This is an optimization exercise on Yosys and OpenROAD, whose aim is small area, a short achievable clock period and few clock cycles per item, not a production implementation. In this exercise RTL edits were held to simulation tests only and were not proved equivalent to the original.

==> flow/design.v <==
module px_beat (
    input  wire        clk,
    input  wire        rst_n,
    input  wire        cfg_we,
    input  wire [7:0]  cfg_addr,
    input  wire [31:0] cfg_wdata,
    input  wire        in_valid,
    output wire        in_ready,
    input  wire        in_bstart,    
    input  wire        in_first,     
    input  wire [31:0] in_px,        
    input  wire [31:0] in_py,        
    input  wire [2:0]  in_dsrc,
    input  wire [1:0]  in_topo,
    input  wire        in_topo_en,
    input  wire        in_inv_en,
    input  wire        in_lseed,
    input  wire [1:0]  in_chk,
    output reg         out_valid,
    output reg  [31:0] out_data,
    output reg  [15:0] out_check,
    output reg  [3:0]  out_dbi
);
    reg [31:0] bg    [0:3];
    reg [31:0] topox [0:3];
    reg [31:0] topoy [0:3];
    reg [31:0] invx  [0:7];
    reg [31:0] invy  [0:7];
    reg [31:0] lfsr_poly;
    reg [4:0]  lfsr_wm1;
    reg [31:0] lfsr_seed;
    reg [1:0]  chk_type;
    reg [4:0]  chk_feed_m1;
    reg [15:0] chk_init;
    reg [1:0]  dbi_mode;
    reg [3:0]  dbi_groups;
    reg        rst;
    reg        c_we;
    reg [7:0]  c_addr;
    reg [31:0] c_wdata;
    always @(posedge clk) begin
        rst     <= ~rst_n;
        c_we    <= cfg_we;
        c_addr  <= cfg_addr;
        c_wdata <= cfg_wdata;
    end
    wire [31:0] wd0   = c_wdata & {32{~rst}};       
    wire [31:0] wd1   = c_wdata | {32{rst}};        
    integer k;
    always @(posedge clk) begin
        for (k = 0; k < 4; k = k + 1) begin
            if (rst | (c_we & (c_addr == 8'h60 + k))) bg[k]    <= wd0;
            if (rst | (c_we & (c_addr == 8'h64 + k))) topox[k] <= wd0;
            if (rst | (c_we & (c_addr == 8'h68 + k))) topoy[k] <= wd0;
        end
        for (k = 0; k < 8; k = k + 1) begin
            if (rst | (c_we & (c_addr == 8'h70 + k))) invx[k] <= wd0;
            if (rst | (c_we & (c_addr == 8'h78 + k))) invy[k] <= wd0;
        end
        if (rst | (c_we & (c_addr == 8'h80))) lfsr_poly <= wd0;
        if (rst | (c_we & (c_addr == 8'h81))) lfsr_wm1  <= wd1[4:0];
        if (rst | (c_we & (c_addr == 8'h82))) lfsr_seed <= {wd0[31:1], wd1[0]};
        if (rst | (c_we & (c_addr == 8'h84))) begin
            chk_type    <= wd0[1:0];
            chk_feed_m1 <= wd1[12:8];
            chk_init    <= wd0[31:16];
        end
        if (rst | (c_we & (c_addr == 8'h85))) begin
            dbi_mode   <= wd0[1:0];
            dbi_groups <= wd0[7:4];
        end
    end
    assign in_ready = 1'b1;
    reg        a_v;
    reg        a_bstart;
    reg        a_first;
    reg [31:0] a_px;
    reg [31:0] a_py;
    reg [2:0]  a_dsrc;
    reg [1:0]  a_topo;
    reg        a_topo_en;
    reg        a_inv_en;
    reg        a_lseed;
    reg [1:0]  a_chk;
    always @(posedge clk) begin
        a_v       <= in_valid & rst_n;
        a_bstart  <= in_bstart;
        a_first   <= in_first;
        a_px      <= in_px;
        a_py      <= in_py;
        a_dsrc    <= in_dsrc;
        a_topo    <= in_topo;
        a_topo_en <= in_topo_en;
        a_inv_en  <= in_inv_en;
        a_lseed   <= in_lseed;
        a_chk     <= in_chk;
    end
    reg [31:0] lfsr_q;    
    reg [15:0] crc_q;     
    wire [4:0]  lsh   = ~lfsr_wm1;                        
    wire [31:0] lmask = 32'hFFFF_FFFF >> lsh;
    wire [31:0] pla   = lfsr_poly << lsh;                 
    wire        seedld = a_first & a_lseed;
    wire [31:0] lsrc  = seedld ? lfsr_seed : lfsr_q;
    wire [31:0] sla   = lsrc << lsh;                      
    localparam LA = 1;
    reg [31:0] lq;
    reg [31:0] lv;
    reg [31:0] lqn;
    reg [31:0] lvn;
    reg        c;
    reg [31:0] f;
    reg [31:0] lfsr_adv;
    reg        acc;
    integer    s;
    integer    t;
    integer    d;
    always @* begin
        lq[0] = 1'b1;
        for (d = 1; d < 32; d = d + 1)
            lq[d] = pla[32-d];
        for (s = 0; s < 32; s = s + 1)
            lv[s] = sla[31-s];
        for (t = 1; t <= LA; t = t + 1) begin
            c  = lq[t];
            lqn = lq;
            lvn = lv;
            for (d = t; d < 32; d = d + 1) begin
                lqn[d] = lq[d] ^ (c & lq[d-t]);
                lvn[d] = lv[d] ^ (c & lv[d-t]);
            end
            lq = lqn;
            lv = lvn;
        end
        for (s = 0; s < 32; s = s + 1) begin
            acc = lv[s];
            for (d = s; d > LA; d = d - 1)
                acc = acc ^ (f[s-d] & lq[d]);
            f[s] = acc;
        end
        for (s = 0; s < 32; s = s + 1) begin
            acc = 1'b0;
            for (t = 0; t <= s; t = t + 1)
                acc = acc ^ (f[31-t] & lfsr_poly[s-t]);
            lfsr_adv[s] = acc & lmask[s];
        end
    end
    wire [31:0] lfsr_start = seedld ? (lfsr_seed & lmask) : lfsr_q;
    wire        dsrc4      = (a_dsrc == 3'd4);
    wire [31:0] lfsr_next  = dsrc4 ? lfsr_adv : lfsr_start;
    reg [31:0] src_word;
    reg [31:0] word;
    reg        topo_flip;
    integer    i;
    always @* begin
        case (a_dsrc)
            3'd0, 3'd1, 3'd2, 3'd3: src_word = bg[a_dsrc[1:0]];
            3'd4:                   src_word = lfsr_adv;
            3'd5:                   src_word = a_px;
            3'd6:                   src_word = a_py;
            default:                src_word = 32'd0;
        endcase
        topo_flip = a_topo_en &
                    ((^(a_px & topox[a_topo])) ^ (^(a_py & topoy[a_topo])));
        word = src_word ^ {32{topo_flip}};
        for (i = 0; i < 8; i = i + 1) begin
            word = word ^ (invx[i] & {32{a_inv_en & a_px[i]}});
            word = word ^ (invy[i] & {32{a_inv_en & a_py[i]}});
        end
    end
    wire        type1  = (chk_type == 2'd1);
    wire [15:0] crc_init_val = type1 ? {8'd0, chk_init[7:0]} : chk_init;
    wire [15:0] crc_start = (a_first & a_chk[1]) ? crc_init_val : crc_q;
    wire        feed   = (a_chk[0] ^ a_chk[1]) & (chk_type[0] ^ chk_type[1]);
    wire [31:0] fmask  = 32'hFFFF_FFFF >> (~chk_feed_m1);
    wire [31:0] dm     = word & fmask;
    wire [15:0] cs     = type1 ? {8'd0, crc_start[7:0]} : crc_start;
    wire [47:0] z      = {31'd0, cs, 1'b0} << chk_feed_m1;
    wire [31:0] e16    = dm ^ z[47:16];
    wire [31:0] e8     = dm ^ z[39:8];
    reg [15:0] c16;
    reg [7:0]  c8;
    reg        fb;
    integer    b;
    always @* begin
        c16 = 16'd0;
        c8  = 8'd0;
        for (b = 31; b >= 0; b = b - 1) begin
            fb  = c16[15] ^ e16[b];
            c16 = {c16[14:0], 1'b0} ^ (16'h1021 & {16{fb}});
            fb  = c8[7] ^ e8[b];
            c8  = {c8[6:0], 1'b0} ^ (8'h07 & {8{fb}});
        end
    end
    wire [15:0] crc_fed  = type1 ? {8'd0, c8 ^ z[7:0]} : (c16 ^ z[15:0]);
    wire [15:0] crc_next = feed ? crc_fed : crc_start;
    reg [6:0]  secded;
    reg [5:0]  pos;
    reg [15:0] check;
    integer    h;
    always @* begin
        secded = 7'd0;
        pos = 6'd2;
        for (b = 0; b < 32; b = b + 1) begin
            pos = pos + 6'd1;
            if (pos == 6'd4 || pos == 6'd8 || pos == 6'd16 || pos == 6'd32)
                pos = pos + 6'd1;
            for (h = 0; h < 6; h = h + 1)
                if (pos[h]) secded[h] = secded[h] ^ word[b];
        end
        secded[6] = (^word) ^ (^secded[5:0]);
        case (chk_type)
            2'd1:    check = {8'd0, crc_start[7:0]};
            2'd2:    check = crc_start;
            2'd3:    check = {9'd0, secded};
            default: check = 16'd0;
        endcase
    end
    wire       dbi_dc = (dbi_mode == 2'd1);
    wire       dbi_on = dbi_mode[0] ^ dbi_mode[1];
    wire [31:0] ref_word = dbi_dc ? 32'hFFFF_FFFF : (a_bstart ? 32'd0 : out_data);
    wire [31:0] diff = word ^ ref_word;
    reg [31:0] sent;
    reg [3:0]  dbi;
    reg [3:0]  cnt;
    integer    j;
    integer    q;
    always @* begin
        sent = word;
        for (j = 0; j < 4; j = j + 1) begin
            cnt = 4'd0;
            for (q = 0; q < 8; q = q + 1)
                cnt = cnt + {3'd0, diff[8*j+q]};
            dbi[j] = dbi_groups[j] & dbi_on & (cnt > 4'd4);
            sent[8*j +: 8] = word[8*j +: 8] ^ {8{dbi[j]}};
        end
    end
    always @(posedge clk) begin
        out_valid <= a_v & rst_n;
        if (rst) begin
            lfsr_q    <= 32'd0;
            crc_q     <= 16'd0;
            out_data  <= 32'd0;
        end else begin
            if (a_v)
                lfsr_q   <= lfsr_next;
            if (a_v) begin
                crc_q    <= crc_next;
                out_data <= sent;
            end
        end
    end
    always @(posedge clk) begin
        out_check <= check;
        out_dbi   <= dbi;
    end
endmodule
==> flow/flow/run.sh <==
#!/bin/bash
# Own layout flow: the standard layout (standard.sh), with these changes:
# - synthesis runs synth.tcl: the standard flow's synthesis script, with ABC mapping for
#   area (abc_area_min.script);
# - the port buffers are buf_2 cells;
# - clock tree synthesis uses clkbuf_16 cells driving up to 22 registers
#   each, and no dummy loads.
# Every tool's output goes to its ORFS log under orfs/logs; make's own output
# goes to make_flow.log in the work folder.
set -euo pipefail
W=$(pwd)
export PXB_ABC_SCRIPT="$W/flow/abc_area_min.script"
sed -E "s#SYNTH_SCRIPT=[^ ]*synth_recipe\.tcl'?#SYNTH_SCRIPT=$W/flow/synth.tcl BUFFER_PORTS_ARGS='-buffer_cell sky130_fd_sc_hd__buf_2' CTS_ARGS='-sink_clustering_enable -repair_clock_nets -dont_use_dummy_load -buf_list sky130_fd_sc_hd__clkbuf_16 -sink_clustering_size 22 -sink_clustering_max_diameter 90'#" standard.sh > own_standard.sh
grep -q "SYNTH_SCRIPT=$W/flow/synth.tcl" own_standard.sh
bash own_standard.sh finish > make_flow.log 2>&1
==> flow/flow/abc_area_min.script <==
strash
dch
map -a
topo
stime -c
==> flow/flow/synth.tcl <==
# The standard flow's synthesis script (synth_recipe.tcl), with one change: Yosys's abc
# pass runs the script named by PXB_ABC_SCRIPT instead of ORFS's area script.
proc synth {args} { yosys synth -nofsm -noshare {*}$args }
proc abc {args} {
  set i [lsearch -exact $args -script]
  if { $i >= 0 } {
    set args [lreplace $args [expr { $i + 1 }] [expr { $i + 1 }] $::env(PXB_ABC_SCRIPT)]
  }
  yosys abc {*}$args
}
source $::env(SCRIPTS_DIR)/synth.tcl
# left out here: clear keep_hierarchy, flatten, clean up, hide names made inside functions, write 1_2_yosys.v
==> flow/standard.sh <==
#!/bin/bash
# synth_recipe.tcl (not shown) runs the flow's synth.tcl, then flattens the netlist and writes it again
# the make line also repeats each setting of config.mk as NAME=value (left out here)
make -C /OpenROAD-flow-scripts/flow DESIGN_CONFIG=/design/flow/config.mk WORK_HOME=/design/flow/orfs CLKGATE_MAP_FILE= SYNTH_SCRIPT=/design/flow/synth_recipe.tcl "${@:-finish}"
==> flow/config.mk <==
export PLATFORM = sky130hd
export DESIGN_NAME = px_beat
export DESIGN_NICKNAME = px_beat
export VERILOG_FILES = /design/flow/design.v
export SDC_FILE = /design/flow/constraint.sdc
export NUM_CORES = 4
export LEC_CHECK = 0
export ABC_AREA = 1
export CAP_MARGIN = 20
export CORE_MARGIN = 2
export CORE_UTILIZATION = 65
export PLACE_DENSITY = 0.72
export SLEW_MARGIN = 20
==> flow/constraint.sdc <==
create_clock -name core_clock -period 150.0 [get_ports {clk}]
set_input_delay 30.0000 -clock core_clock [delete_from_list [all_inputs] [get_ports {clk}]]
set_output_delay 30.0000 -clock core_clock [all_outputs]
set_load 0.01 [all_outputs]
==> impl_results.md, run 1 <==
- Status: no timing/DRC/antenna violations
- CTS tree: yes
- Reg-to-Reg Start: lfsr_wm1[1]
- Synth area leaders: edfxtp_1, xnor2_1, xor2_1
- Largest net degree at the start of global routing: 70
- Slew margin rel.: 0.187
- Worst hold path type: flip-flop to flip-flop
- Prevailing post-synth register cell: edfxtp_1
- Die H: between 300 and 400 um
- # resized after CTS: 0
- Initial antenna violation count: 6
- Hold buffer count at cts: 0
- Synth top cells by count: nand2_1, xnor2_1, edfxtp_1, xor2_1, nor2_1
- DR DRC count: 0
- Sequential area share after synthesis: 0.497
- WS Path Type: flip-flop to output pin
- Worst Setup End Kind: output pin
- Largest delay contributor family on the critical path: flip-flops
- Overflow after GRT: 0
- Top cell type's share of synthesized area: 0.433
- CTS buffer count: 67
- RD Place Congestion: about 1.0
- Worst endpoint data arrival time: approximately 1200 ps
- Buf/Inv on CP: 1
- Post-layout minimum cycle time: roughly 31000 ps
- Peak Freq: between 0.03 and 0.04 GHz
- Post-Syn Nets: roughly 7300
- CTS Buffer Depth: 3
- Critical path's largest stage delay: about 380 ps
- Synth warnings: 6
- Endpoints failing hold: 0
- Setup Viol. Count Final: 0
- Initial DRC Count: ~7700
- Cell variety after synth: 44
- Routed WL per cell: about 25 um
- Maxcap violations: 0
- Nets: 7750
- Root Buffer: clkbuf_16
- Dpl hpwl: about 150000 um
- Final period util: 0.208
- Mean Syn Cell Area: ~9.6 um^2
- Post-synth EDFFs: 994
- Slowest library cell on the worst path: dfxtp_1
- GRT Util Overall: 0.403
- Syn Inst Count: 7180
- Vias: ~55000
- Mapped Area: between 0.06 and 0.07 mm^2
- Post-Route WL: 222000 um
- Synth-to-layout area growth: 9.38%
- Setup TNS: 0 ps
- Most frequent cell after synthesis: nand2_1
- Initial Util: 0.655
- Ordered list of cells on the worst path: buf_2
- Clock transition at path regs: 90 ps
- IO Count: approximately 170
- Setup Buffers After CTS: 0
- Worst Hold Launch: crc_q[11]
- FFs w/ async S/R, synth: 0
- Worst Max-Slew Pin Slew: 1220 ps
- Worst-Skew Late Latency: 680 ps
- Clock skew: roughly 94 ps
- Clk sinks: ~1200
- Share of layout cells above drive strength 1: 0.0755
- Antenna-violating nets left: 0
- PortBufs: between 150 and 200
- Fin. max-slew vios: 0
- Number of global-route vias before repair: a little over 50000
- DIE WIDTH: between 300 and 400 um
- Worst Setup SP: out_data[6]
- Vias/cell: 6.09
- Yosys reg bits: 1214
- Global-route wire length before repair: roughly 320000 um
- Startpoint Class: flip-flop
- Total core area: ~0.11 mm^2
- Filler cell count: between 7000 and 8000
- RSZ-0062 raised after global routing: no
- Row count: 119
- Post-synth top area cell: edfxtp_1
- Htree depth: 3
- First-pass DRT Iterations: 6
- Critical path data required time: 120000 ps
- CP max FO: 3
- Die area: about 0.11 mm^2
## cell type report
cell class / instances / area [um^2] / area share
tap: 1391 / 1740 / 0.0231
clock buffer: 67 / 1680 / 0.0222
timing repair buffer: 348 / 2300 / 0.0305
antenna: 2 / 5.00 / 0.0000664
sequential: 1214 / 34300 / 0.455
inverter: 337 / 1270 / 0.0168
multi-input combinational: 5628 / 34100 / 0.453
## flip-flops by register name, summed over array words and instances (netlist names), 3 cells and up
| register | cells |
|---|---|
| topox | 128 |
| lfsr_wm1 | 5 |
| out_check | 16 |
| topoy | 128 |
| a_px | 32 |
| lfsr_seed | 32 |
| lfsr_poly | 32 |
| c_addr | 8 |
| dbi_groups | 4 |
| a_py | 32 |
| a_dsrc | 3 |
| invx | 256 |
| chk_init | 16 |
| c_wdata | 32 |
| chk_feed_m1 | 5 |
| bg | 128 |
| lfsr_q | 32 |
| out_data | 32 |
| invy | 256 |
| crc_q | 16 |
| out_dbi | 4 |
## worst paths after layout
path	slack, ps	cells after the start	endpoint
hold / removal	470	2	crc_q[11]
setup reg to reg	121930	100	crc_q[6]
hold reg to reg	470	2	crc_q[11]
setup / recovery	118780	1	out_data[6]
## logic make-up after synthesis
logic type | after synthesis | share of synthesized area
fa+ha+maj | 34 | 0.00792
compound gates | 906 | 0.0770
flops | 1214 | 0.497
other cells | 1 | 0.0000544
simple gates | 2795 | 0.159
xor+xnor | 1881 | 0.239
buf+inv | 338 | 0.0185
mux | 11 | 0.00160
## metal layers
metal | GRT usage | routed length (um) | vias to the layer above
li1 | - | - | 24700
met1 | 0.553 | 83900 | 26000
met2 | 0.616 | 98700 | 3491
met3 | 0.0831 | 26800 | 588
met4 | 0.190 | 12200 | 2
met5 | 0 | 20 | -
## stage by stage
stage               cells  hold slack, ps  area [um^2]  setup slack (ps)  utilization
global placement     8912             448        73500            119530        0.698
CTS                  8982             472        75300            118770        0.715
global route         8985             488        75400            118750        0.716
floorplan            7180             441        68900            119640            -
detailed placement   8915             460        73600            119510        0.699
finish               8987             470        75400            118780        0.716
## cells in the final DEF (no fill, tap or decap), types with 6 or more instances in the layout
cell type | Yosys | final
o21ai_0 | 359 | 333
nand3_1 | 109 | 109
nor2_2 | 0 | 26
buf_4 | 1 | 170
buf_16 | 0 | 6
nor2_4 | 0 | 30
xor2_1 | 864 | 862
nor3_1 | 16 | 16
mux2i_1 | 11 | 11
xnor2_1 | 1017 | 1014
ha_1 | 18 | 18
nand2_1 | 1866 | 1866
or2_2 | 38 | 38
clkinv_1 | 337 | 336
clkbuf_16 | 0 | 67
o22ai_1 | 46 | 46
buf_2 | 0 | 172
o211ai_1 | 18 | 18
o21ai_4 | 0 | 24
a31oi_1 | 138 | 137
nand3b_1 | 28 | 28
a22oi_1 | 105 | 105
a21oi_1 | 174 | 172
nand4_1 | 16 | 16
fa_1 | 16 | 16
a221oi_1 | 14 | 14
o31ai_4 | 0 | 7
nor2_1 | 707 | 651
edfxtp_1 | 994 | 994
o2111ai_1 | 6 | 6
o221ai_1 | 12 | 12
dfxtp_1 | 220 | 218
Testbench counts, summed over its fixed seeds: cycles 33,536, beats 32,768.
==> run 2: changes to the inputs <==
--- a/flow/flow/run.sh
+++ b/flow/flow/run.sh
@@ -1,7 +1,8 @@
 #!/bin/bash
 # Own layout flow: the standard layout (standard.sh), with these changes:
 # - synthesis runs synth.tcl: the standard flow's synthesis script, with ABC mapping for
-#   area (abc_area_min.script);
+#   area (abc_area_min.script: two rounds of choice computation and
+#   area-oriented mapping with &nf);
 # - the port buffers are buf_2 cells;
 # - clock tree synthesis uses clkbuf_16 cells driving up to 22 registers
 #   each, and no dummy loads.
==> flow/flow/abc_area_min.script (replaced) <==
strash
&get -n
&dch -f
&nf -a -R 1000
&put
strash
&get -n
&dch -f
&nf -a -R 1000
&put
topo
stime -c
==> run 2 against run 1 <==
- hold slack got worse by 3.6 ps
- non-clock buffer count increased by 15
- routed wire length decreased by 5.8%
- critical endpoint is now out_data[4]
- via count decreased by 6.3%
- register-to-register slack improved by 5800 ps
- synthesized cell count decreased by 9.3%
- die area decreased by 1.2%
==> impl_results.md, run 2 <==
- FF-to-FF path depth: around 80
- Commonest non-fill, non-tap cells in the layout: nand2_1, xnor2_1, edfxtp_1
- Overflow after GRT: 0
- Number of global-route vias before repair: between 40000 and 50000
- Busiest grt layer: met2
- Clock skew: approximately 110 ps
- RSZ-0062 raised after global routing: no
- Grt met3 use: 0.0728
- Routed WL per cell: 25.1 um
- DR DRC count: 0
- Setup TNS: 0 ps
- Synth-to-layout area growth: 9.63%
- Post-synth top area cell: edfxtp_1
- Setup Buffers After CTS: 0
- Setup Viol. Count Final: 0
- Most frequent cell after synthesis: nand2_1
- Status: no timing/DRC/antenna violations
- Die area: 0.107 mm^2
- Buf/Inv on CP: 1
- Share of layout cells above drive strength 1: 0.0759
- Post-layout minimum cycle time: 31170 ps
- Nets: slightly above 7000
- Fin. max-slew vios: 0
- Sequential area share after synthesis: 0.503
- Ordered list of cells on the worst path: buf_2
- CTS buffer count: 67
- Worst hold path type: flip-flop to flip-flop
- Worst Hold Launch: crc_q[6]
- Post-Syn Nets: 6668
- Mean Syn Cell Area: between 10 and 15 um^2
- First-pass DRT Iterations: 10
- Initial antenna violation count: 12
- Worst Max-Slew Pin Slew: around 1300 ps
- Dpl hpwl: between 100000 and 150000 um
- Syn Inst Count: between 6000 and 7000
- Leading cell type in the layout, fill and taps excluded: nand2_1
- Synth top cells by count: nand2_1, xnor2_1, edfxtp_1, xor2_1, nor2_1
- Row count: between 100 and 150
- Clock transition at path regs: around 90 ps
- Prevailing post-synth register cell: edfxtp_1
- Worst endpoint data arrival time: approximately 1200 ps
- Synth area leaders: edfxtp_1, xnor2_1, nand2_1
- Clk sinks: approximately 1200
- Slowest library cell on the worst path: dfxtp_1
- Vias: between 50000 and 60000
- Final period util: 0.208
- RD Place Congestion: approximately 0.97
- Total core area: roughly 0.10 mm^2
- DIE WIDTH: ~330 um
- PortBufs: between 150 and 200
- Slew margin rel.: 0.158
- # resized after CTS: 0
- CTS Buffer Depth: 3
- Maxcap violations: 0
- Critical path's largest stage delay: between 300 and 400 ps
- WS Path Type: flip-flop to output pin
- FFs w/ async S/R, synth: 0
- IO Count: around 170
- WHS Endpoint: crc_q[6]
- Critical path data required time: ~120000 ps
- Top flop regs: invx (256), invy (256)
- Worst hold slack: roughly 470 ps
- Initial DRC Count: between 7000 and 8000
- CTS tree: yes
- Hold depth: 2
- Vias/cell: 6.16
- GR Util met2: 0.595
- Endpoints failing hold: 0
- FF-to-FF End: crc_q[5]
- Mapped Area: 0.0681 mm^2
- Post-synth EDFFs: approximately 1000
- Largest net degree at the start of global routing: 86
- Cell variety after synth: 57
- Worst Setup End Kind: output pin
- Global-route wire length before repair: 307000 um
- Die H: about 330 um
- Flop2flop setup slack: around 130000 ps
- Startpoint Class: flip-flop
- CP max FO: 3
- Initial Util: 0.656
- Hold buffer count at cts: 0
- Largest delay contributor family on the critical path: flip-flops
- Synth warnings: 6
- GRT Util Overall: 0.384
- Grt met1 use: 0.526
- Antenna-violating nets left: 0
- Htree depth: 3
- Reg-to-Reg Start: lfsr_wm1[0]
- Top cell type's share of synthesized area: 0.438
- Root Buffer: clkbuf_16
- Post-Route WL: 209000 um
- Worst-Skew Late Latency: between 600 and 700 ps
- Yosys reg bits: between 1000 and 1500
- Peak Freq: about 0.032 GHz
[run 2: cell types whose count changed after synthesis, sizes merged, moves of 66 or more]
cell / delta
xor2: -496
a31oi: -110
a22oi: -80
a222oi: +67
nor2: -413
o21ai: -173
clkinv: -289
xnor2: +593
nand2b: +102
nand3: -70
mux2i: +70
nor2b: +66
nand2: -121
[run 2: area by class of cell]
type                            count  area, um^2
Tap cell                         1380        1730
Inverter                           48         180
Fill cell                        7591       29100
Multi-Input combinational cell   5251       34400
Timing Repair Buffer              363        2460
Antenna cell                        3        7.51
Sequential cell                  1214       34300
Clock buffer                       67        1680
[run 2: logic make-up after synthesis]
| group | after synthesis | share of synthesized area |
|---|---|---|
| xor gates and xnor gates | 1979 | 0.255 |
| adders and majority gates | 34 | 0.00801 |
| other | 1 | 0.0000551 |
| buffers and inverters | 49 | 0.00276 |
| and+or+nand+nor | 2353 | 0.140 |
| DFF | 1214 | 0.503 |
| AOI/OAI and AO/OA | 764 | 0.0729 |
| muxes | 120 | 0.0184 |
[run 2: layer usage]
metal | wire, um | vias up | share of wire
li1 | - | 23000 | -
met1 | 79700 | 24700 | 0.38
met2 | 94500 | 3110 | 0.45
met3 | 24200 | 520 | 0.12
met4 | 10400 | 2 | 0.050
met5 | 13 | - | 0.000062
[run 2: worst max path at each step]
stage                       startpoint           end  slack (ps)  cells after the start
final                      out_data[4]   out_data[4]      118830                      1
after floorplan            lfsr_wm1[1]      crc_q[6]      116540                     67
after CTS                 out_data[27]  out_data[27]      118800                      1
after global placement    out_data[28]  out_data[28]      119530                      1
after global routing      out_data[27]  out_data[27]      118800                      1
after detailed placement  out_data[27]  out_data[27]      119500                      1
[run 2: metrics by stage]
step           instance area, um^2  worst slack, ps  utilization  std cells
3_5_place_dp                 72800           119500        0.702       8250
5_1_grt                      74700           118800        0.719       8323
4_1_cts                      74500           118800        0.718       8317
6_report                     74700           118830        0.719       8326
3_3_place_gp                 72700           119530        0.701       8247
2_1_floorplan                68100           116540            -       6514
==> run 3: changes to the inputs <==
--- a/flow/flow/run.sh
+++ b/flow/flow/run.sh
@@ -1,8 +1,8 @@
 #!/bin/bash
 # Own layout flow: the standard layout (standard.sh), with these changes:
-# - synthesis runs synth.tcl: the standard flow's synthesis script, with ABC mapping for
-#   area (abc_area_min.script: two rounds of choice computation and
-#   area-oriented mapping with &nf);
+# - synthesis runs synth.tcl: the standard flow's synthesis script, in which ABC first
+#   maps as the standard flow's own script does and then maps that network again for
+#   area (abc_area_min.script);
 # - the port buffers are buf_2 cells;
 # - clock tree synthesis uses clkbuf_16 cells driving up to 22 registers
 #   each, and no dummy loads.
==> flow/flow/abc_area_min.script (replaced) <==
strash
dch
map -B 0.9
topo
strash
dch
map -a
topo
stime -c
==> run 3 against run 2 <==
- still clean on timing, DRC and antenna
- register-to-register slack worse by 3200 ps
- clock-buffer cell count unchanged
- die area up 2.3%
- sequential share of layout area down 0.79 points
- final area up 1.8%
- critical path type unchanged
==> impl_results.md, run 3 <==
- Status: no timing/DRC/antenna violations
- GR Util met2: 0.609
- DR DRC count: 0
- Final instance area: between 0.07 and 0.08 mm^2
- Worst Setup End Kind: output pin
- Synth warnings: 6
- Worst Setup SP: out_data[6]
- Overflow after GRT: 0
- WS Path Type: flip-flop to output pin
- Die H: 331 um
- # resized after CTS: 0
- Die area: roughly 0.11 mm^2
- Critical path's largest stage delay: approximately 360 ps
- FF-to-FF End: out_data[22]
- GRT Util Overall: 0.406
- Initial antenna violation count: 4
- FF-to-FF path depth: 95
- Root Buffer: clkbuf_16
- Top flop regs: invx (256), invy (256)
- CTS buffer count: 67
- First-pass DRT Iterations: 6
- Hold depth: 2
- Vias: around 57000
- Endpoints failing hold: 0
- Post-synth top area cell: edfxtp_1
- CTS Buffer Depth: 3
- Share of layout cells above drive strength 1: 0.0777
- Dpl cells: around 9100
- Post-layout minimum cycle time: slightly above 30000 ps
- Critical path data required time: roughly 120000 ps
- Sequential area share after synthesis: 0.492
- Reg-to-Reg Start: lfsr_wm1[0]
- IO Count: ~170
- Grt met3 use: 0.0855
- Mapped Area: 0.0697 mm^2
- Routed WL per cell: about 25 um
- Clock transition at path regs: roughly 90 ps
- Vias/cell: between 6 and 7
- Largest delay contributor family on the critical path: flip-flops
- Slowest library cell on the worst path: dfxtp_1
- Number of global-route vias before repair: approximately 53000
- Yosys reg bits: between 1000 and 1500
- DIE WIDTH: ~330 um
- Setup Viol. Count Final: 0
- Fin. max-slew vios: 0
- Initial DRC Count: approximately 7300
- Worst endpoint data arrival time: about 1200 ps
- Most frequent cell after synthesis: nand2_1
- Commonest non-fill, non-tap cells in the layout: nand2_1, edfxtp_1, xor2_1
- Prevailing post-synth register cell: edfxtp_1
- Initial Util: 0.653
- Antenna-violating nets left: 0
- Maxcap violations: 0
- Post-Route WL: approximately 230000 um
- Peak Freq: ~0.032 GHz
- Hold buffer count at cts: 0
- Flop2flop setup slack: around 120000 ps
- Post-synth EDFFs: between 900 and 1000
- Worst-Skew Late Latency: about 680 ps
- Worst hold path type: flip-flop to flip-flop
- Setup TNS: 0 ps
- Synth top cells by count: nand2_1, nor2_1, edfxtp_1, xor2_1, xnor2_1
- Clk sinks: 1214
- Slew margin rel.: 0.152
- FFs w/ async S/R, synth: 0
- Htree depth: 3
- RSZ-0062 raised after global routing: no
- CTS tree: yes
- Finished Layout Cells: 9182
- Placed Area: approximately 0.074 mm^2
- PortBufs: approximately 170
- Ordered list of cells on the worst path: buf_2
- Row count: 120
- Nets: approximately 8000
- Dpl hpwl: 152000 um
- Worst hold slack: roughly 460 ps
- Grt met1 use: 0.558
- Buf/Inv on CP: 1
- Leading cell type in the layout, fill and taps excluded: nand2_1
- Post-Syn Nets: approximately 7500
- Largest net degree at the start of global routing: between 70 and 80
- Worst Hold Launch: crc_q[9]
- Total core area: around 0.11 mm^2
- Synth-to-layout area growth: 9.07%
- Clock skew: approximately 120 ps
- WHS Endpoint: crc_q[9]
- Worst Max-Slew Pin Slew: 1270 ps
- Top cell type's share of synthesized area: 0.429
- CP max FO: 3
- Global-route wire length before repair: 335000 um
- Setup Buffers After CTS: 0
- Syn Inst Count: roughly 7400
- RD Place Congestion: 1.02
- Mean Syn Cell Area: between 9 and 10 um^2
- Cell variety after synth: 46
- Final period util: 0.208
- Startpoint Class: flip-flop
- Filler cell count: 8055
- Busiest grt layer: met2
- Synth area leaders: edfxtp_1, xor2_1, xnor2_1
[run 3: changes by cell type after synthesis, sizes merged, moves of 68 or more]
cell	before	now
nand2b	102	0
o21ai	186	429
clkinv	48	425
o211ai	8	95
mux2i	81	13
a22oi	25	106
xnor2	1610	767
nor2	294	1024
xor2	368	990
nand2	1745	1509
nand3	39	160
[run 3: stage by stage]
stage	utilization	worst slack, ps
6_report	0.713	118830
5_1_grt	0.713	118790
4_1_cts	0.711	118810
3_5_place_dp	0.695	119510
3_3_place_gp	0.695	119530
2_1_floorplan	-	119640
[run 3: worst max-delay path by stage]
stage | end | slack, ps | cells past startpoint
final | out_data[6] | 118830 | 1
after global routing | out_data[9] | 118790 | 1
after CTS | out_data[21] | 118810 | 1
after detailed placement | out_data[28] | 119510 | 1
after global placement | out_data[24] | 119530 | 1
after floorplan | out_data[0] | 119640 | 0
[run 3: tightest hold or removal path: cells and delay by family (launching register included)]
kind,cells,cell delay (ps)
AO/OA/AOI/OAI,1,60
buffers and inverters,1,50
flip-flops,1,300
[run 3: logic make-up (layout without fill, tap and decap cells)]
kind of cell | count (synthesis) | in the layout | share of synthesized area
AOI/OAI and AO/OA | 1073 | 1073 | 0.0923
xor gates and xnor gates | 1757 | 1757 | 0.221
adders and majority gates | 34 | 34 | 0.00783
buffers and inverters | 426 | 831 | 0.0230
DFF | 1214 | 1214 | 0.492
muxes | 13 | 13 | 0.00187
other | 1 | 4 | 0.0000538
and+or+nand+nor | 2853 | 2853 | 0.162
[run 3: cell type report]
cell class              count  area [um^2]  area share
flip-flops and latches   1214        34300       0.451
repair buffers            339         2230      0.0294
well taps                1403         1760      0.0231
diodes                      3         7.51   0.0000988
multi-input cells        5731        34400       0.453
clock buffers              67         1680      0.0221
inverters                 425         1600      0.0210
[run 3: per-layer routing]
layer,vias up,routed length [um]
met1,26700,85400
li1,25500,-
met3,759,29300
met4,2,14000
met2,3757,98700
met5,-,14
==> run 4: changes to the inputs <==
==> flow/flow/abc_area_min.script (replaced) <==
strash
dch
map -B 0.9
topo
strash
dch
map -a
topo
strash
dch
map -a
topo
stime -c
==> run 4 against run 3 <==
- still clean
- routed wire length rose by 0.46%
- cell count fell by 1.5%
- fmax barely moved
- via count fell by 1.7%
- worst setup slack got worse by 14 ps
==> impl_results.md, run 4 <==
- IO Count: between 150 and 200
- WHS Endpoint: lfsr_q[16]
- Hold depth: 2
- Top cell type's share of synthesized area: 0.432
- Sequential area share after synthesis: 0.496
- Commonest non-fill, non-tap cells in the layout: nand2_1, xor2_1, edfxtp_1
- Most frequent cell after synthesis: nand2_1
- Root Buffer: clkbuf_16
- CTS Buffer Depth: 3
- Worst Hold Launch: lfsr_q[16]
- Post-Route WL: around 230000 um
- Row count: roughly 120
- Antenna-violating nets left: 0
- Clock skew: 69.4 ps
- Synth top cells by count: nand2_1, xor2_1, edfxtp_1, xnor2_1, nor2_1
- Post-synth EDFFs: slightly below 1000
- Initial antenna violation count: 6
- Dpl hpwl: 151000 um
- Synth area leaders: edfxtp_1, xor2_1, xnor2_1
- Fin. max-slew vios: 0
- RSZ-0062 raised after global routing: no
- Worst-Skew Late Latency: approximately 670 ps
- Worst Setup SP: out_data[19]
- Die H: about 330 um
- Worst Setup End Kind: output pin
- Startpoint Class: flip-flop
- Total core area: around 0.11 mm^2
- Die area: approximately 0.11 mm^2
- Vias/cell: a little over 6
- Post-layout minimum cycle time: 31190 ps
- # resized after CTS: 0
- Share of layout cells above drive strength 1: 0.0774
- Leading cell type in the layout, fill and taps excluded: nand2_1
- Finished Layout Cells: 9046
- Worst hold path type: flip-flop to flip-flop
- Clk sinks: around 1200
- Mapped Area: approximately 0.069 mm^2
- FFs w/ async S/R, synth: 0
- First-pass DRT Iterations: 6
- Initial Util: 0.656
- WS Path Type: flip-flop to output pin
- Prevailing post-synth register cell: edfxtp_1
- Ordered list of cells on the worst path: buf_2
- CTS buffer count: 67
- Global-route wire length before repair: 333000 um
- Endpoints failing hold: 0
- Nets: a little under 8000
- CP max FO: 3
- Worst Max-Slew Pin Slew: around 1200 ps
- Setup Buffers After CTS: 0
- Vias: roughly 56000
- GRT Util Overall: 0.414
- Slew margin rel.: 0.188
- Worst endpoint data arrival time: approximately 1200 ps
- FF-to-FF path depth: 92
- Post-Syn Nets: around 7400
- FF-to-FF End: crc_q[5]
- Dpl cells: 8971
- Overflow after GRT: 0
- Flop2flop setup slack: between 100000 and 150000 ps
- Hold buffer count at cts: 0
- Area of the multi-input gates: roughly 0.034 mm^2
- CTS tree: yes
- Synth warnings: 6
- Setup Viol. Count Final: 0
- PortBufs: 172
- Maxcap violations: 0
- Setup TNS: 0 ps
- Clock transition at path regs: 90 ps
- Initial DRC Count: between 7000 and 8000
- Yosys reg bits: roughly 1200
- Top flop regs: invx (256), invy (256)
- Number of global-route vias before repair: ~53000
- Routed WL per cell: 25.3 um
- Synth-to-layout area growth: 9.10%
- Filler cell count: ~7800
- Largest delay contributor family on the critical path: flip-flops
- Critical path data required time: approximately 120000 ps
- Buf/Inv on CP: 1
- Peak Freq: 0.0321 GHz
- Reg-to-Reg Start: lfsr_wm1[0]
- Syn Inst Count: between 7000 and 8000
- Critical path's largest stage delay: roughly 380 ps
- Status: no timing/DRC/antenna violations
- Htree depth: 3
- Mean Syn Cell Area: around 9.5 um^2
- Cell variety after synth: between 40 and 50
- Largest net degree at the start of global routing: 94
- DR DRC count: 0
- Final period util: 0.208
- DIE WIDTH: between 300 and 400 um
- Storage cell area: approximately 0.034 mm^2
- RD Place Congestion: slightly above 1
- Slowest library cell on the worst path: dfxtp_1
- Post-synth top area cell: edfxtp_1
==> run 4: cell types whose count changed in the layout (fill, tap and decap cells not counted), moves of 36 or more <==
cell	before	now
clkinv_1	422	383
a22oi_1	106	144
xor2_1	990	1026
nor2_1	970	698
nand2_1	1507	1743
==> run 4: cell families after synthesis <==
group / share of synthesized area
AO/OA/AOI/OAI: 0.0895
XOR/XNOR: 0.225
adder cells (fa/ha/maj): 0.00790
buffers and inverters: 0.0211
flip-flops: 0.496
multiplexers: 0.00304
other: 0.0000543
AND/OR/NAND/NOR: 0.157
==> run 4: worst max-delay path by stage <==
stage                         to  depth (start not counted)
floorplan            out_data[0]                          0
finish              out_data[19]                          1
global placement    out_data[28]                          1
global route        out_data[19]                          1
CTS                 out_data[19]                          1
detailed placement  out_data[19]                          1
==> run 4: metrics by stage <==
stage / utilization / worst slack [ps] / hold slack [ps] / instance area (um^2)
after floorplan: - / 119640 / 441 / 69000
after global placement: 0.699 / 119520 / 450 / 73600
after detailed placement: 0.699 / 119500 / 454 / 73600
after CTS: 0.715 / 118800 / 463 / 75300
after global routing: 0.715 / 118780 / 490 / 75300
final: 0.715 / 118810 / 464 / 75300
==> run 4: worst min-delay path: stages, from the launching register on <==
cell and delay [ps]:
dfxtp_1 310, clkinv_1 50, a221oi_1 60
==> run 4: layer usage <==
layer | vias up | GRT usage | part of all wire
met5 | - | 0 | 0.00035
met4 | 8 | 0.201 | 0.055
met3 | 648 | 0.0901 | 0.13
met2 | 3776 | 0.640 | 0.44
met1 | 26300 | 0.558 | 0.38
li1 | 25100 | - | -
==> run 4: final cells by class <==
cell class                 count  share of cell area
sequential                  1214               0.455
clock buffer                  67              0.0223
multi-input combinational   5629               0.451
timing repair buffer         354              0.0298
inverter                     386              0.0193
tap                         1391              0.0231
antenna                        5            0.000166
==> run 5: changes to the inputs <==
--- a/flow/design.v
+++ b/flow/design.v
@@ -34,15 +34,13 @@
     reg [15:0] chk_init;
     reg [1:0]  dbi_mode;
     reg [3:0]  dbi_groups;
-    reg        rst;
-    reg        c_we;
-    reg [7:0]  c_addr;
-    reg [31:0] c_wdata;
+    reg         rst;
+    reg         c_we;
+    wire [7:0]  c_addr;
+    wire [31:0] c_wdata;
     always @(posedge clk) begin
         rst     <= ~rst_n;
         c_we    <= cfg_we;
-        c_addr  <= cfg_addr;
-        c_wdata <= cfg_wdata;
     end
     wire [31:0] wd0   = c_wdata & {32{~rst}};       
     wire [31:0] wd1   = c_wdata | {32{rst}};        
@@ -86,8 +84,8 @@
         a_v       <= in_valid & rst_n;
         a_bstart  <= in_bstart;
         a_first   <= in_first;
-        a_px      <= in_px;
-        a_py      <= in_py;
+        a_px      <= cfg_we ? cfg_wdata : in_px;
+        a_py      <= {in_py[31:8], cfg_we ? cfg_addr : in_py[7:0]};
         a_dsrc    <= in_dsrc;
         a_topo    <= in_topo;
         a_topo_en <= in_topo_en;
@@ -95,6 +93,8 @@
         a_lseed   <= in_lseed;
         a_chk     <= in_chk;
     end
+    assign c_wdata = a_px;
+    assign c_addr  = a_py[7:0];
     reg [31:0] lfsr_q;    
     reg [15:0] crc_q;     
     wire [4:0]  lsh   = ~lfsr_wm1;                        
==> flow/flow/abc_area_min.script (replaced) <==
strash
dch
map -B 0.9
topo
strash
dch
map -a
topo
stime -c
==> run 5 against run 4 <==
- clock-buffer cell count shrank 7
- clock skew grew 3.3 ps
- critical path type unchanged
- final area is essentially flat
- synthesized cell count grew 1.3%
- core utilization shrank 0.063 points
- die area grew 0.21%
- highest routed layer unchanged
==> impl_results.md, run 5 <==
- Status: no timing/DRC/antenna violations
- Leading cell type in the layout, fill and taps excluded: nand2_1
- Flop2flop setup slack: ~120000 ps
- Initial DRC Count: a little under 8000
- Vias/cell: approximately 6.2
- Worst Setup SP: out_data[3]
- Fin. max-slew vios: 0
- Worst hold path type: flip-flop to flip-flop
- Worst Hold Launch: crc_q[15]
- Ordered list of cells on the worst path: buf_2
- Largest net degree at the start of global routing: 85
- Final period util: 0.208
- Synth top cells by count: nand2_1, xor2_1, edfxtp_1, nor2_1, xnor2_1
- Top flop regs: invx (256), invy (256)
- Critical path's largest stage delay: between 300 and 400 ps
- Setup TNS: 0 ps
- Setup Buffers After CTS: 0
- Clock transition at path regs: about 90 ps
- Prevailing post-synth register cell: edfxtp_1
- Routed WL per cell: between 20 and 30 um
- Synth area leaders: edfxtp_1, xor2_1, xnor2_1
- Post-Route WL: between 200000 and 250000 um
- DR DRC count: 0
- Synth-to-layout area growth: 8.92%
- Die H: roughly 330 um
- WHS Endpoint: crc_q[15]
- CP max FO: 3
- Maxcap violations: 0
- GRT Util Overall: 0.418
- Commonest non-fill, non-tap cells in the layout: nand2_1, xor2_1, edfxtp_1
- Critical path data required time: 120000 ps
- Clk sinks: 1174
- Vias: 56900
- Post-synth top area cell: edfxtp_1
- Htree depth: 2
- RD Place Congestion: between 1 and 1.5
- FF-to-FF path depth: a little over 90
- Initial Util: 0.656
- Worst endpoint data arrival time: ~1200 ps
- Mean Syn Cell Area: between 9 and 10 um^2
- Row count: 119
- CTS buffer count: 60
- RSZ-0062 raised after global routing: no
- WS Path Type: flip-flop to output pin
- Nets: between 7000 and 8000
- Slowest library cell on the worst path: dfxtp_1
- Initial antenna violation count: 10
- FF-to-FF End: out_data[22]
- Filler cell count: ~8000
- # resized after CTS: 0
- Post-Syn Nets: around 7500
- Synth warnings: 6
- Largest delay contributor family on the critical path: flip-flops
- Peak Freq: roughly 0.032 GHz
- Root Buffer: clkbuf_16
- Mapped Area: slightly below 0.07 mm^2
- CTS tree: yes
- Sequential area share after synthesis: 0.484
- Global-route wire length before repair: roughly 340000 um
- Cell variety after synth: 43
- Total core area: 0.105 mm^2
- Hold depth: 2
- Post-synth EDFFs: 994
- PortBufs: between 150 and 200
- Worst Max-Slew Pin Slew: about 1300 ps
- Reg-to-Reg Start: lfsr_wm1[0]
- CTS Buffer Depth: 3
- First-pass DRT Iterations: 18
- Yosys reg bits: 1174
- IO Count: 174
- FFs w/ async S/R, synth: 0
- Worst-Skew Late Latency: 720 ps
- Setup Viol. Count Final: 0
- Die area: between 0.1 and 0.15 mm^2
- Overflow after GRT: 0
- Worst hold slack: approximately 460 ps
- Antenna-violating nets left: 0
- Syn Inst Count: 7322
- Worst Setup End Kind: output pin
- Endpoints failing hold: 0
- Most frequent cell after synthesis: nand2_1
- Top cell type's share of synthesized area: 0.431
- Slew margin rel.: 0.110
- Share of layout cells above drive strength 1: 0.0829
- Number of global-route vias before repair: 53500
- Post-layout minimum cycle time: about 31000 ps
- Dpl hpwl: 154000 um
- Buf/Inv on CP: 1
- Clock skew: ~73 ps
- Hold buffer count at cts: 0
- Startpoint Class: flip-flop
- DIE WIDTH: 330 um
run 5: changes by cell type after synthesis, sizes merged, moves of 12 or more:
cell | before | now
a21oi | 227 | 239
dfxtp | 220 | 180
mux2 | 0 | 41
nand2 | 1744 | 1536
nor2 | 746 | 986
nor3 | 19 | 31
o211ai | 68 | 88
o21ai | 424 | 405
xnor2 | 749 | 709
run 5: routing by layer:
metal,global-route usage,part of all wire,routed length [um],up-vias
met5,0,0.00017,40,-
li1,-,-,-,25500
met2,0.635,0.44,102000,3727
met1,0.563,0.37,86300,26900
met4,0.222,0.058,13300,6
met3,0.0912,0.12,28600,701
run 5: cell families after synthesis:
family	after synthesis	share of synthesized area
AO/OA/AOI/OAI	1098	0.0962
XOR/XNOR	1738	0.220
adder cells (fa/ha/maj)	34	0.00789
buffers and inverters	397	0.0216
flip-flops	1174	0.484
multiplexers	66	0.0103
other	1	0.0000542
AND/OR/NAND/NOR	2814	0.160
run 5: tightest hold or removal path: cells and delay by family (launching register included):
family / cells / cell delay (ps)
buffers and inverters: 1 / 50
flip-flops: 1 / 310
AO/OA/AOI/OAI: 1 / 60
run 5: through the flow:
| step | area [um^2] | instances | util | setup WS (ps) |
|---|---|---|---|---|
| after floorplan | 69200 | 7322 | - | 119580 |
| after global placement | 73700 | 9057 | 0.699 | 118730 |
| after detailed placement | 73700 | 9060 | 0.699 | 118670 |
| after CTS | 75200 | 9120 | 0.714 | 118770 |
| after global routing | 75300 | 9126 | 0.715 | 118750 |
| final | 75400 | 9134 | 0.715 | 118780 |
run 5: layout make-up:
| type | instances | area (um^2) | area share |
|---|---|---|---|
| clock buffers | 60 | 1500 | 0.0199 |
| multi-input cells | 5751 | 34800 | 0.462 |
| repair buffers | 354 | 2290 | 0.0305 |
| well taps | 1391 | 1740 | 0.0231 |
| inverters | 396 | 1490 | 0.0198 |
| diodes | 8 | 20.0 | 0.000266 |
| flip-flops and latches | 1174 | 33500 | 0.444 |
run 5: worst max-delay path by stage:
stage | end | depth (start not counted) | slack, ps
after global placement | a_py[5] | 2 | 118730
final | out_data[3] | 1 | 118780
after CTS | out_data[3] | 1 | 118770
after detailed placement | a_px[4] | 2 | 118670
after global routing | out_data[22] | 1 | 118750
after floorplan | a_px[0] | 1 | 119580
Testbench counts of run 5, summed over its fixed seeds: cycles 33,536, beats 32,768.
==> run 6: changes to the inputs <==
==> flow/flow/run.sh (replaced) <==
#!/bin/bash
# Own layout flow: the standard layout (standard.sh), with these changes:
# - synthesis runs synth.tcl: the standard flow's synthesis script, in which ABC first
#   maps as the standard flow's own script does and then maps that network again for
#   area (abc_area_min.script);
# - the port buffers are buf_2 cells;
# - clock tree synthesis uses clkbuf_16 cells driving up to 25 registers
#   each, and no dummy loads.
# Every tool's output goes to its ORFS log under orfs/logs; make's own output
# goes to make_flow.log in the work folder.
set -euo pipefail
W=$(pwd)
export PXB_ABC_SCRIPT="$W/flow/abc_area_min.script"
sed -E "s#SYNTH_SCRIPT=[^ ]*synth_recipe\.tcl'?#SYNTH_SCRIPT=$W/flow/synth.tcl BUFFER_PORTS_ARGS='-buffer_cell sky130_fd_sc_hd__buf_2' CTS_ARGS='-sink_clustering_enable -repair_clock_nets -dont_use_dummy_load -buf_list sky130_fd_sc_hd__clkbuf_16 -sink_clustering_size 25 -sink_clustering_max_diameter 100'#" standard.sh > own_standard.sh
grep -q "SYNTH_SCRIPT=$W/flow/synth.tcl" own_standard.sh
bash own_standard.sh finish > make_flow.log 2>&1
==> run 6 against run 5 <==
- clock-buffer cell count fell by 7
- sequential share of layout area rose by 0.074 points
- area after synthesis is the same
- cell count about the same
- critical path depth stayed put
- routed wire length hardly changed
- core utilization down 0.12 points
- clock skew increased by 13 ps
- worst setup slack lost 4.0 ps
- critical path type unchanged
==> impl_results.md, run 6 <==
- Fin. max-slew vios: 0
- Startpoint Class: flip-flop
- Worst endpoint data arrival time: 1220 ps
- Initial DRC Count: between 7000 and 8000
- Post-Route WL: around 230000 um
- Die H: 330 um
- Routed WL per cell: between 20 and 30 um
- Peak Freq: approximately 0.032 GHz
- Setup TNS: 0 ps
- Nets: between 7000 and 8000
- # resized after CTS: 0
- Worst-Skew Late Latency: between 700 and 800 ps
- Total core area: around 0.11 mm^2
- Hold depth: 2
- FFs w/ async S/R, synth: 0
- Buf/Inv on CP: 1
- Die area: roughly 0.11 mm^2
- FF-to-FF End: crc_q[2]
- Global-route wire length before repair: about 340000 um
- Htree depth: 2
- Syn Inst Count: roughly 7300
- Status: no timing/DRC/antenna violations
- Setup Viol. Count Final: 0
- First-pass DRT Iterations: 17
- Synth area leaders: edfxtp_1, xor2_1, xnor2_1
- Top flop regs: invx (256), invy (256)
- GRT Util Overall: 0.417
- Largest delay contributor family on the critical path: flip-flops
- Initial Util: 0.656
- Critical path data required time: around 120000 ps
- Dpl hpwl: between 150000 and 200000 um
- Worst Setup SP: out_data[3]
- Critical path's largest stage delay: 390 ps
- Flop2flop setup slack: roughly 120000 ps
- RSZ-0062 raised after global routing: no
- Setup Buffers After CTS: 0
- Vias: ~57000
- Leading cell type in the layout, fill and taps excluded: nand2_1
- Row count: roughly 120
- CP endpoint: out_data[3]
- Met3 wire length: around 28000 um
- Prevailing post-synth register cell: edfxtp_1
- Initial antenna violation count: 7
- Commonest non-fill, non-tap cells in the layout: nand2_1, xor2_1, edfxtp_1
- Synth warnings: 6
- Vias/cell: 6.23
- WS Path Type: flip-flop to output pin
- Post-synth EDFFs: between 900 and 1000
- Clock transition at path regs: around 100 ps
- Synth top cells by count: nand2_1, xor2_1, edfxtp_1, nor2_1, xnor2_1
- Reg-to-Reg Start: lfsr_wm1[0]
- CP max FO: 3
- CTS tree: yes
- Largest net degree at the start of global routing: between 80 and 90
- FF-to-FF path depth: between 90 and 100
- Endpoints failing hold: 0
- Worst Hold Launch: crc_q[15]
- Critical path depth: 1
- Ordered list of cells on the worst path: buf_2
- Slowest library cell on the worst path: dfxtp_1
- CTS buffer count: 53
- Root Buffer: clkbuf_16
- Slew margin rel.: 0.141
- Yosys reg bits: roughly 1200
- Maxcap violations: 0
- Worst hold path type: flip-flop to flip-flop
- Worst Max-Slew Pin Slew: 1290 ps
- Wire length on met1: around 87000 um
- Final period util: 0.208
- Hold buffer count at cts: 0
- Most frequent cell after synthesis: nand2_1
- Cell variety after synth: 43
- Post-Syn Nets: about 7500
- RD Place Congestion: roughly 1.0
- Number of global-route vias before repair: about 53000
- Top cell type's share of synthesized area: 0.431
- WL met2: about 100000 um
- Worst Setup End Kind: output pin
- Synth-to-layout area growth: 8.74%
- Post-layout minimum cycle time: between 30000 and 40000 ps
- Overflow after GRT: 0
- Mapped Area: between 0.06 and 0.07 mm^2
- Sequential area share after synthesis: 0.484
- Post-synth top area cell: edfxtp_1
- Clock skew: 86.1 ps
- Top layer in use: met5
- CTS Buffer Depth: 3
- DR DRC count: 0
- Mean Syn Cell Area: between 9 and 10 um^2
- IO Count: about 170
- PortBufs: approximately 170
- Share of layout cells above drive strength 1: 0.0824
- DIE WIDTH: ~330 um
- Clk sinks: about 1200
- Antenna-violating nets left: 0
-- run 6: cell types whose count changed in the layout (fill, tap and decap cells not counted) --
cell       before  now
buf_12          1    2
diode_2         8    7
buf_16          3    4
clkbuf_16      60   53
buf_2         174  175
-- run 6: final cells by class --
| class | instances | area [um^2] |
|---|---|---|
| sequential | 1174 | 33500 |
| antenna | 7 | 17.5 |
| inverter | 396 | 1490 |
| tap | 1391 | 1740 |
| multi-input combinational | 5751 | 34800 |
| timing repair buffer | 357 | 2350 |
| fill | 8002 | 30200 |
| clock buffer | 53 | 1330 |
-- run 6: how the worst min path moves through the flow --
stage	to
after floorplan	crc_q[10]
after detailed placement	crc_q[14]
after CTS	crc_q[14]
final	crc_q[15]
after global routing	crc_q[14]
after global placement	crc_q[15]
-- run 6: cell families after synthesis --
group / after synthesis / share of synthesized area
simple gates: 2814 / 0.160
xor+xnor: 1738 / 0.220
flops: 1174 / 0.484
compound gates: 1098 / 0.0962
buf+inv: 397 / 0.0216
mux: 66 / 0.0103
fa+ha+maj: 34 / 0.00789
other cells: 1 / 0.0000542
-- run 6: metal layers --
layer	vias to the layer above	global-route usage
met5	-	0
met4	2	0.223
met3	694	0.0882
met2	3786	0.632
met1	26900	0.566
li1	25500	-
-- run 6: stage by stage --
| step | hold slack, ps | util | cell area, um^2 | setup slack (ps) | instances |
|---|---|---|---|---|---|
| floorplan | 430 | - | 69200 | 119580 | 7322 |
| finish | 461 | 0.714 | 75200 | 118780 | 9129 |
| detailed placement | 443 | 0.699 | 73700 | 118670 | 9060 |
| global placement | 440 | 0.699 | 73700 | 118730 | 9057 |
| global route | 473 | 0.713 | 75200 | 118750 | 9122 |
| CTS | 459 | 0.712 | 75000 | 118760 | 9113 |
==> run 7: changes to the inputs <==
--- a/flow/flow/run.sh
+++ b/flow/flow/run.sh
@@ -1,8 +1,8 @@
 #!/bin/bash
 # Own layout flow: the standard layout (standard.sh), with these changes:
-# - synthesis runs synth.tcl: the standard flow's synthesis script, in which ABC first
-#   maps as the standard flow's own script does and then maps that network again for
-#   area (abc_area_min.script);
+# - synthesis runs synth.tcl: the standard flow's synthesis script, with ABC mapping for
+#   area (abc_area_min.script: two rounds of choice computation and
+#   area-oriented mapping with &nf);
 # - the port buffers are buf_2 cells;
 # - clock tree synthesis uses clkbuf_16 cells driving up to 25 registers
 #   each, and no dummy loads.
==> flow/flow/abc_area_min.script (replaced) <==
strash
&get -n
&dch -f
&nf -a -R 1000
&put
strash
&get -n
&dch -f
&nf -a -R 1000
&put
topo
stime -c
==> run 7 against run 6 <==
- via count decreased by 10%
- worst setup slack worse by 15 ps
- sequential cell count did not move
- critical path type unchanged
- still clean
==> impl_results.md, run 7 <==
- Worst endpoint data arrival time: roughly 1200 ps
- Critical path depth: 1
- Post-layout minimum cycle time: 31240 ps
- Fin. max-slew vios: 0
- RSZ-0062 raised after global routing: no
- Clock skew: slightly below 90 ps
- Die area: between 0.1 and 0.15 mm^2
- Overflow after GRT: 0
- Storage cell area: roughly 0.033 mm^2
- GRT Util Overall: 0.383
- Post-synth top area cell: edfxtp_1
- DIE WIDTH: 327 um
- Hold buffer count at cts: 0
- Initial DRC Count: between 7000 and 8000
- Setup Buffers After CTS: 0
- Initial Util: 0.655
- CTS buffer count: 54
- Final period util: 0.208
- Synth-to-layout area growth: 9.28%
- Slew margin rel.: 0.168
- CTS Buffer Depth: 3
- Largest delay contributor family on the critical path: flip-flops
- Clock transition at path regs: 100 ps
- Clk sinks: 1174
- Status: no timing/DRC/antenna violations
- # resized after CTS: 0
- Endpoints failing hold: 0
- RD Place Congestion: 0.983
- FF-to-FF End: crc_q[1]
- Worst Setup SP: out_data[7]
- DR DRC count: 0
- Peak Freq: roughly 0.032 GHz
- Reg-to-Reg Start: lfsr_wm1[1]
- Number of global-route vias before repair: between 40000 and 50000
- Top flop regs: invx (256), invy (256)
- Filler cell count: 7597
- Top cell type's share of synthesized area: 0.440
- Setup Viol. Count Final: 0
- Antenna-violating nets left: 0
- CTS tree: yes
- Post-Syn Nets: 6665
- Post-Route WL: ~210000 um
- IO Count: ~170
- Worst Max-Slew Pin Slew: around 1200 ps
- Critical path's largest stage delay: 400 ps
- FFs w/ async S/R, synth: 0
- Synth area leaders: edfxtp_1, xnor2_1, nand2_1
- Mapped Area: around 0.068 mm^2
- Finished Layout Cells: around 8300
- Startpoint Class: flip-flop
- Htree depth: 2
- Commonest non-fill, non-tap cells in the layout: nand2_1, xnor2_1, edfxtp_1
- Global-route wire length before repair: 307000 um
- Cell variety after synth: slightly below 60
- Prevailing post-synth register cell: edfxtp_1
- Synth warnings: 6
- Buf/Inv on CP: 1
- Largest net degree at the start of global routing: 83
- Yosys reg bits: between 1000 and 1500
- Vias: roughly 50000
- Synth top cells by count: xnor2_1, nand2_1, edfxtp_1, nor2_1, xor2_1
- Setup TNS: 0 ps
- Slowest library cell on the worst path: dfxtp_1
- Mean Syn Cell Area: 10.4 um^2
- First-pass DRT Iterations: 8
- Die H: between 300 and 400 um
- Flop2flop setup slack: 127600 ps
- Total core area: between 0.1 and 0.15 mm^2
- Row count: 118
- Worst hold path type: flip-flop to flip-flop
- Critical path data required time: between 100000 and 150000 ps
- Final instance area: about 0.074 mm^2
- Placed Area: about 0.072 mm^2
- Dpl cells: 8264
- Initial antenna violation count: 6
- CP max FO: 3
- Root Buffer: clkbuf_16
- Dpl hpwl: roughly 140000 um
- Worst hold slack: around 480 ps
- Worst-Skew Late Latency: about 700 ps
- Post-synth EDFFs: ~1000
- CP endpoint: out_data[7]
- Most frequent cell after synthesis: xnor2_1
- PortBufs: between 150 and 200
- Vias/cell: about 6.1
- FF-to-FF path depth: 79
- Routed WL per cell: 25.0 um
- Share of layout cells above drive strength 1: 0.0751
- Worst Setup End Kind: output pin
- Area of the multi-input gates: between 0.03 and 0.04 mm^2
- Sequential area share after synthesis: 0.493
- Syn Inst Count: 6511
- Nets: roughly 7000
- WS Path Type: flip-flop to output pin
- Maxcap violations: 0
- Ordered list of cells on the worst path: buf_2
-- run 7: area by class of cell --
class / instances / area share
inverters: 56 / 0.00284
diodes: 8 / 0.000270
clock buffers: 54 / 0.0182
multi-input cells: 5280 / 0.469
flip-flops and latches: 1174 / 0.451
repair buffers: 384 / 0.0353
well taps: 1380 / 0.0233
-- run 7: kinds of logic (layout without fill, tap and decap cells) --
family          after synthesis  count (layout)  synth area share
simple gates               2365            2365             0.140
xor+xnor                   1989            1989             0.257
flops                      1174            1174             0.493
compound gates              727             727            0.0731
mux                         164             164            0.0258
buf+inv                      57             494           0.00321
fa+ha+maj                    34              34           0.00804
other cells                   1               9         0.0000553
-- run 7: worst min-delay path by stage --
| stage | from | end | slack [ps] | depth (start not counted) |
|---|---|---|---|---|
| final | crc_q[6] | crc_q[6] | 480 | 2 |
| after global routing | crc_q[6] | crc_q[6] | 500 | 2 |
| after CTS | crc_q[5] | crc_q[5] | 480 | 2 |
| after detailed placement | crc_q[5] | crc_q[5] | 470 | 2 |
| after global placement | crc_q[3] | crc_q[3] | 450 | 2 |
| after floorplan | crc_q[3] | crc_q[3] | 440 | 2 |
-- run 7: worst register-to-register path: cells and delay by family, from the launching register on --
family,cells,cell delay [ps]
xor gates and xnor gates,35,10200
buffers and inverters,16,5540
and+or+nand+nor,20,3750
AOI/OAI and AO/OA,6,1600
adders and majority gates,1,450
muxes,1,400
DFF,1,380
-- run 7: per-layer routing --
layer	routed length (um)	global-route usage	up-vias
met1	79700	0.528	24500
met3	24400	0.0742	463
met2	94500	0.598	2992
met4	9920	0.161	0
met5	0	0	-
li1	-	-	23000
-- run 7: metrics by stage --
stage          setup WS [ps]  utilization
3_5_place_dp          118650        0.700
6_report              118760        0.716
5_1_grt               118740        0.716
2_1_floorplan         119600            -
4_1_cts               118760        0.714
3_3_place_gp          118720        0.700

[port drivers added, routing unchanged]
The flow's constraints put no driver on any port. The routed layouts listed below were extracted and timed again, unchanged, in two steps.
Step 1, drivers: a clkbuf_16 drives clk and a buf_2 each remaining input, both assumed.
Step 2 also shifts input and output timing later by t, the mid clock arrival at the registers, as if the neighbouring blocks saw the same clock.
Three values: no drivers, after step 1, after step 2; two values: the first two.
run	t (ns)	setup slack, ns	worst setup path at the end	worst data-port slew with drivers (ns)	pins driven straight from the clock port
run 1	0.717	118.782 / 118.702 / 119.419	register to output	0.04	1
run 2	0.717	118.829 / 118.748 / 119.465	register to output	0.04	1
run 3	0.698	118.826 / 118.746 / 119.444	register to output	0.04	1
run 4	0.714	118.812 / 118.732 / 119.445	register to output	0.04	1
run 5	0.756	118.782 / 118.707 / 118.622	input to register	0.04	1
run 6	0.752	118.778 / 118.698 / 118.627	input to register	0.04	1
run 7	0.734	118.763 / 118.686 / 118.661	input to register	0.04	1
After both steps every run listed still meets setup and hold. For run 5, which loses most, drivers alone change the setup slack by -0.075 ns; drivers and shift together by -0.160 ns.
